This design comes from an exercise in tuning for small area, a short achievable clock period and few clock cycles per item on the open sky130 flow, not from production work. Function was checked by simulation only, so behaviour that the tests miss may differ from the original. Power figures rest on the tool's default switching activity, not on a simulated workload.

## v6
// z20_align_add
module z20_align_add (
    input  wire        clk,
    input  wire        rst,           
    input  wire        in_valid,
    input  wire        in_sub,        
    input  wire [47:0] in_x,          
    input  wire [15:0] in_ex,         
    input  wire [5:0]  in_wx,         
    input  wire [47:0] in_y,
    input  wire [15:0] in_ey,
    input  wire [5:0]  in_wy,
    output reg         out_valid,
    output reg  [47:0] out_z,         
    output reg  [15:0] out_ez,        
    output reg         out_sat        
);
==> flow/config.mk <==
export PLATFORM = sky130hd
export DESIGN_NAME = z20_align_add
export DESIGN_NICKNAME = z20_align_add
export VERILOG_FILES = /design/flow/design.v
export SDC_FILE = /design/flow/constraint.sdc
export NUM_CORES = 4
export LEC_CHECK = 0
export CAP_MARGIN = 20
export CORE_MARGIN = 2
export CORE_UTILIZATION = 40
export CTS_BUF_LIST = sky130_fd_sc_hd__clkbuf_8
export SLEW_MARGIN = 20
export SYNTH_HIERARCHICAL = 1
==> flow/constraint.sdc <==
create_clock -name core_clock -period 17.0 [get_ports {clk}]
set_input_delay 3.4000 -clock core_clock [delete_from_list [all_inputs] [get_ports {clk}]]
set_output_delay 3.4000 -clock core_clock [all_outputs]
set_load 0.01 [all_outputs]
standard.sh (not shown) runs the stock make flow with config.mk's settings and CLKGATE_MAP_FILE= SYNTH_SCRIPT=/design/flow/synth_recipe.tcl, a recipe that flattens the netlist after the stock synthesis.
==> flow/flow/run.sh <==
#!/bin/bash
# Standard ORFS layout (the standard.sh, unchanged synthesis), with:
#  - port buffers of sky130_fd_sc_hd__buf_1 instead of the default choice
#  - timing repair aiming for 12.5 ns of setup slack at the design's period
#  - clock tree: clkbuf_8 buffers, larger sink clusters, no dummy loads
set -euo pipefail
bash standard.sh SETUP_SLACK_MARGIN=12.5 \
  "BUFFER_PORTS_ARGS=-buffer_cell sky130_fd_sc_hd__buf_1" \
  "CTS_ARGS=-sink_clustering_enable -repair_clock_nets -buf_list sky130_fd_sc_hd__clkbuf_8 -sink_clustering_size 16 -sink_clustering_max_diameter 60 -dont_use_dummy_load" \
  finish > make_finish.log 2>&1
v6 has completed all stages; timing, DRC and antenna checks passed.
Testbench counts of v6, summed over its fixed seeds: cycles 3,224, items 3,200.
Relative to v6, the following input files were edited for v7:
Settings: CORE_UTILIZATION now 45, was 40.
[summary]
- Every run in the comparison, v7 and v6, completed the flow with a clean layout.
- v6 reports its cell type of the slowest stage on the worst timing path as sky130_fd_sc_hd__fa_1 while v7 reports sky130_fd_sc_hd__dfxtp_2.
- Per the comparison of v7 with v6, global-route usage now larger, first-pass GRT wire length -5400 um, initial standard-cell utilization of the core picked up an extra 5.2 points.
- Diff v6 -> v7: largest fanout of any net on the critical path shrank by 6, count of non-filler cells in the finished layout shrank by 96, fraction of power spent switching nets shrank by 0.33 points, ratio of final minimum period to clock period shrank by 0.20 points, final critical path time including I/O delays and setup shrank by 0.035 ns.
- [diff] maximum frequency, v7 relative to v6: improvement

## old
Another version of the RTL of z20_align_add (not shown whole).
For scale: roughly 350 flip-flops.
==> flow/config.mk <==
export PLATFORM = sky130hd
export DESIGN_NAME = z20_align_add
export DESIGN_NICKNAME = z20_align_add
export VERILOG_FILES = /design/flow/design.v
export SDC_FILE = /design/flow/constraint.sdc
export NUM_CORES = 4
export LEC_CHECK = 0
export CAP_MARGIN = 20
export CORE_MARGIN = 2
export CORE_UTILIZATION = 50
export CTS_BUF_LIST = sky130_fd_sc_hd__clkbuf_8
export SLEW_MARGIN = 20
export SYNTH_HIERARCHICAL = 1
==> flow/constraint.sdc <==
create_clock -name core_clock -period 17.0 [get_ports {clk}]
set_input_delay 3.4000 -clock core_clock [delete_from_list [all_inputs] [get_ports {clk}]]
set_output_delay 3.4000 -clock core_clock [all_outputs]
set_load 0.01 [all_outputs]
==> flow/flow/run.sh <==
#!/bin/bash
# Standard ORFS layout (the standard.sh, unchanged synthesis), with:
#  - port buffers of sky130_fd_sc_hd__buf_1 instead of the default choice
#  - timing repair aiming for 12.8 ns of setup slack at the design's period
#  - clock tree: clkbuf_8 buffers, larger sink clusters, no dummy loads
set -euo pipefail
bash standard.sh SETUP_SLACK_MARGIN=12.8 \
  "BUFFER_PORTS_ARGS=-buffer_cell sky130_fd_sc_hd__buf_1" \
  "CTS_ARGS=-sink_clustering_enable -repair_clock_nets -buf_list sky130_fd_sc_hd__clkbuf_8 -sink_clustering_size 16 -sink_clustering_max_diameter 60 -dont_use_dummy_load" \
  finish > make_finish.log 2>&1
old reached the final stage; the timing, design-rule and antenna checks on its layout passed.
Testbench counts of old, summed over its fixed seeds: cycles 3,224, items 3,200.
The inputs of new differ from those of old as listed below.
==> flow/flow/run.sh <==
#!/bin/bash
# Standard ORFS layout (the standard.sh, unchanged synthesis), with:
#  - port buffers of sky130_fd_sc_hd__buf_1 instead of the default choice
#  - timing repair aiming for 12.5 ns of setup slack at the design's period
#  - clock tree: clkbuf_8 buffers, larger sink clusters, no dummy loads
set -euo pipefail
bash standard.sh SETUP_SLACK_MARGIN=12.5 \
  "BUFFER_PORTS_ARGS=-buffer_cell sky130_fd_sc_hd__buf_1" \
  "CTS_ARGS=-sink_clustering_enable -repair_clock_nets -buf_list sky130_fd_sc_hd__clkbuf_8 -sink_clustering_size 16 -sink_clustering_max_diameter 60 -dont_use_dummy_load" \
  finish > make_finish.log 2>&1
[summary]
Final area (new over old): decrease, 1500 µm²
Compared with old, new shows reported leakage power that has gone down by a few percent.
[compare] base=old new=new: time the final worst path needs with I/O delays and setup higher, via density per instance shows no meaningful change.

==> static timing again, ports no longer ideal <==
In the flow no input, the clock included, has a driving cell. The finished layouts below were timed again as built, in two steps.
Step 1: set_driving_cell puts a clkbuf_16 on clk and a buf_2 on each other input, an assumption about the parent block.
Step 2 times the ports against the registers' clock, not the clock port: input delays grow and output delays shrink by t, the midpoint of the rising clock arrivals with the driver on.
Slacks: ideal / step 1 / step 2; pairs: ideal / step 1.
run	shift t [ns]	slack for setup (ns)	clock arrival spread, ns
v6	0.638	12.501 / 12.454 / 11.922	0.130 / 0.130
v7	0.643	12.536 / 12.482 / 11.929	0.063 / 0.064
old	0.644	12.516 / 12.464 / 11.983	0.084 / 0.084
new	0.629	12.472 / 12.472 / 11.910	0.079 / 0.079
After both steps every run listed still meets setup and hold. The setup slack of v7, which loses most, moves by -0.054 ns with the drivers and by -0.607 ns with both steps.
